Background: an optimization exercise with open tools, aiming at small area, a short achievable clock period and few clock cycles per item. Do not read the settings as production practice. Function was checked by simulation only, so behaviour that the tests miss may differ from the original.

==> trial 51 <==
Design le_lane, start of the top module:
module le_lane (
    input  wire         clk,
    input  wire         rst,         
    input  wire         start,
    output wire         ready,
    output reg          done,
    input  wire [1:0]   typ,         
    input  wire [2:0]   nnotch,      
    input  wire [1:0]   mode,        
    input  wire         xfer_i,      
    input  wire [379:0] notch_c,     
    input  wire [132:0] type_c,      
    input  wire [15:0]  umin,
    input  wire [15:0]  umax,
    input  wire [14:0]  dumax,
    input  wire [15:0]  r,
    input  wire [15:0]  y,
    input  wire [15:0]  v,
    input  wire [15:0]  t,
    input  wire [39:0]  integ_i,
    input  wire [15:0]  uprev_i,
    input  wire [15:0]  xs0_i,       
    input  wire [15:0]  xs1_i,       
    input  wire [255:0] nst_i,       
    output reg  [15:0]  u_o,
    output reg  [39:0]  integ_o,
    output reg  [15:0]  xs0_o,
    output reg  [15:0]  xs1_o,
    output reg  [255:0] nst_o,
    output reg          xfer_o,
    output reg          accsat,
    output reg          rlim,
    output reg          ulim
);
Settings: LEC_CHECK=0, CAP_MARGIN=20, CORE_MARGIN=2, CORE_UTILIZATION=35, SETUP_SLACK_MARGIN=0.2, SLEW_MARGIN=20; clock period 18.0 ns.
run.sh (not shown) runs the stock make flow with config.mk's settings and CLKGATE_MAP_FILE= SYNTH_SCRIPT=/design/flow/synth_recipe.tcl, a recipe that flattens the netlist after the stock synthesis.
==> trial 98: changes against trial 51 <==
--- a/flow/design.v
+++ b/flow/design.v
@@ -304,35 +304,36 @@
     wire        big0 = (c0 == 23'h400000) && (e0 == 24'hC00000);
     wire        big1 = (c1 == 23'h400000) && (e1 == 24'hC00000);
     wire        big2 = (c2 == 23'h400000) && (e2 == 24'hC00000);
     wire [39:0] icl_a = iclamp(acca, uminr, umaxr);
     wire [39:0] icl_i = iclamp(sx40(integ_i), umin, umax);
     reg  [39:0] integ_r;         
     reg         accs_r;          
-    reg         ovf_r;           
-    wire        clo_in = ($signed(clo) > $signed(18'h38000));
-    wire        chi_in = ($signed(chi) < $signed(18'h07FFF));
+    wire        clo_in = (clo != 18'h38000);             
+    wire        chi_in = (chi != 18'h07FFF);             
     wire        rlo_in = ($signed(rlo) > $signed(18'h38000));
     wire        rhi_in = ($signed(rhi) < $signed(18'h07FFF));
+    wire [26:0] clo27  = {{9{clo[17]}}, clo};
+    wire [26:0] chi27  = {{9{chi[17]}}, chi};
+    wire [26:0] rlo27  = {{9{rlo[17]}}, rlo};
+    wire [26:0] rhi27  = {{9{rhi[17]}}, rhi};
     wire [26:0] qa     = {acca[41:16], acca[15] & !tie_a};
-    wire        fa     = (qa[26:17] == 10'h000) || (qa[26:17] == 10'h3FF);
-    wire        la_clo = (fa ? ($signed(qa[17:0]) < $signed(clo)) :  qa[26]) && clo_in;
-    wire        ga_chi = (fa ? ($signed(qa[17:0]) > $signed(chi)) : !qa[26]) && chi_in;
-    wire        la_rlo = (fa ? ($signed(qa[17:0]) < $signed(rlo)) :  qa[26]) && rlo_in;
-    wire        ga_rhi = (fa ? ($signed(qa[17:0]) > $signed(rhi)) : !qa[26]) && rhi_in;
+    wire        la_clo = ($signed(qa) < $signed(clo27)) && clo_in;
+    wire        ga_chi = ($signed(qa) > $signed(chi27)) && chi_in;
+    wire        la_rlo = ($signed(qa) < $signed(rlo27)) && rlo_in;
+    wire        ga_rhi = ($signed(qa) > $signed(rhi27)) && rhi_in;
     wire [15:0] ul_a   = la_clo ? clo[15:0] : ga_chi ? chi[15:0] : puta;
     wire        rlim_a = la_rlo | ga_rhi;
     wire        ulim_a = la_rlo ? rlo_cut : ga_rhi ? rhi_cut : (la_clo | ga_chi);
     wire        hold   = (dpos && ga_chi) || (dneg && la_clo);
     wire [26:0] qb     = {accb[41:16], accb[15] & !tie_b};
-    wire        fb     = (qb[26:17] == 10'h000) || (qb[26:17] == 10'h3FF);
-    wire        lb_clo = (fb ? ($signed(qb[17:0]) < $signed(clo)) :  qb[26]) && clo_in;
-    wire        gb_chi = (fb ? ($signed(qb[17:0]) > $signed(chi)) : !qb[26]) && chi_in;
-    wire        lb_rlo = (fb ? ($signed(qb[17:0]) < $signed(rlo)) :  qb[26]) && rlo_in;
-    wire        gb_rhi = (fb ? ($signed(qb[17:0]) > $signed(rhi)) : !qb[26]) && rhi_in;
+    wire        lb_clo = ($signed(qb) < $signed(clo27)) && clo_in;
+    wire        gb_chi = ($signed(qb) > $signed(chi27)) && chi_in;
+    wire        lb_rlo = ($signed(qb) < $signed(rlo27)) && rlo_in;
+    wire        gb_rhi = ($signed(qb) > $signed(rhi27)) && rhi_in;
     wire [15:0] ul_b   = lb_clo ? clo[15:0] : gb_chi ? chi[15:0] : putb;
     wire        rlim_b = lb_rlo | gb_rhi;
     wire        ulim_b = lb_rlo ? rlo_cut : gb_rhi ? rhi_cut : (lb_clo | gb_chi);
     wire [17:0] uc18   = {{2{u0bc[15]}}, u0bc};
     wire        lt_rlo = $signed(uc18) < $signed(rlo);
     wire        gt_rhi = $signed(uc18) > $signed(rhi);
     wire        lt_clo = $signed(uc18) < $signed(clo);
@@ -393,26 +394,25 @@
         if (op == O_Q) begin
             if (!bk)
                 cf <= big0 & big1 & big2;
             else
                 cf <= cf & big0;
         end
         xfer_o <= m_auto ? 1'b0 : xfer_i;
-        ovf_r <= !ready && law_r && (op == O_P2 || op == O_P4A || op == O_P4B ||
-                                     op == O_P5A || op == O_P5B) && ovf40(s);
         if (ready) begin
             integ_r <= integ_i;
             accs_r  <= 1'b0;
             ymr     <= y;
         end else begin
             if (pend) begin
                 ymr <= putb;
                 if (cf || bq_ovf) accs_r <= 1'b1;
             end
-            if (ovf_r)
+            if (law_r && (op == O_P2 || op == O_P4A || op == O_P4B ||
+                          op == O_P5A || op == O_P5B) && ovf40(s))
                 accs_r <= 1'b1;
             if (op == O_P3 && law_r)
                 integ_r <= icl_a;                
         end
         if (op == O_P2)
             xs0_o <= putb;
         else if (nop == O_L2)
@@ -425,15 +425,15 @@
             xs1_o <= xs1_i;
     end
     always @(*) begin
         done    = (op == O_PC);
         u_o     = law_r ? ul_a : ymode_r ? ul_b : ul_c;
         rlim    = law_r ? rlim_a : ymode_r ? rlim_b : rlim_c;
         ulim    = law_r ? ulim_a : ymode_r ? ulim_b : ulim_c;
-        accsat  = accs_r || ovf_r || (pend && (cf || bq_ovf));
+        accsat  = accs_r || (pend && (cf || bq_ovf));
         if (law_r && hold)
             integ_o = accb[39:0];                
         else if (pid_r && !law_r)
             integ_o = icl_a;                     
         else
             integ_o = integ_r;                   
     end
==> run summary <==
- Outcome: no timing/DRC/antenna violations
- Fin Hold WS: 0.419 ns
- Mapped Cells: approximately 9200
- Setup slack at placement: 7.95 ns
- Final period utilization: 0.581
- Largest stage delay on the critical path: 0.85 ns
- Die height: 484 um
- Routing usage on met2: 0.702
- Non-CTS inverters: roughly 830
- Bufs w/o clock: 1620
(the above is from trial 51)
==> run summary <==
- Outcome: no timing/DRC/antenna violations
- Fin Hold WS: between 0.4 and 0.5 ns
- Non-CTS inverters: roughly 840
- Die height: 487 um
- Bufs w/o clock: 1627
- Routing usage on met2: 0.688
- Largest stage delay on the critical path: 0.80 ns
- Setup slack at placement: 8.75 ns
- Mapped Cells: around 9100
(the above is from trial 98)
Testbench counts of trial 51, summed over its fixed seeds: cycles 49,367, samples 8,000.
Testbench counts of trial 98, summed over its fixed seeds: cycles 49,367, samples 8,000.

static timing again, ports no longer ideal:
The results above use ideal ports. As a check the final layouts listed here were re-extracted and re-timed, cells and wires unchanged.
Step 1 assumes that a clkbuf_16 drives the clock port and a buf_2 every other input.
Step 2 moves the port delays by t, midway between the first and last clock arrival at a register: inputs arrive t later, outputs are due t later. That takes back most of the time a late clock gives input paths.
a / b / c = no drivers / after step 1 / after step 2; a / b = the first two.
| run | t, ns | setup WS [ns] | worst slew at a driven data input, ns |
|---|---|---|---|
| trial 51 | 0.838 | 7.534 / 7.534 / 7.534 | 0.60 |
| trial 98 | 0.890 | 7.790 / 7.685 / 8.315 | 0.37 |
After both steps every run listed still meets setup and hold.
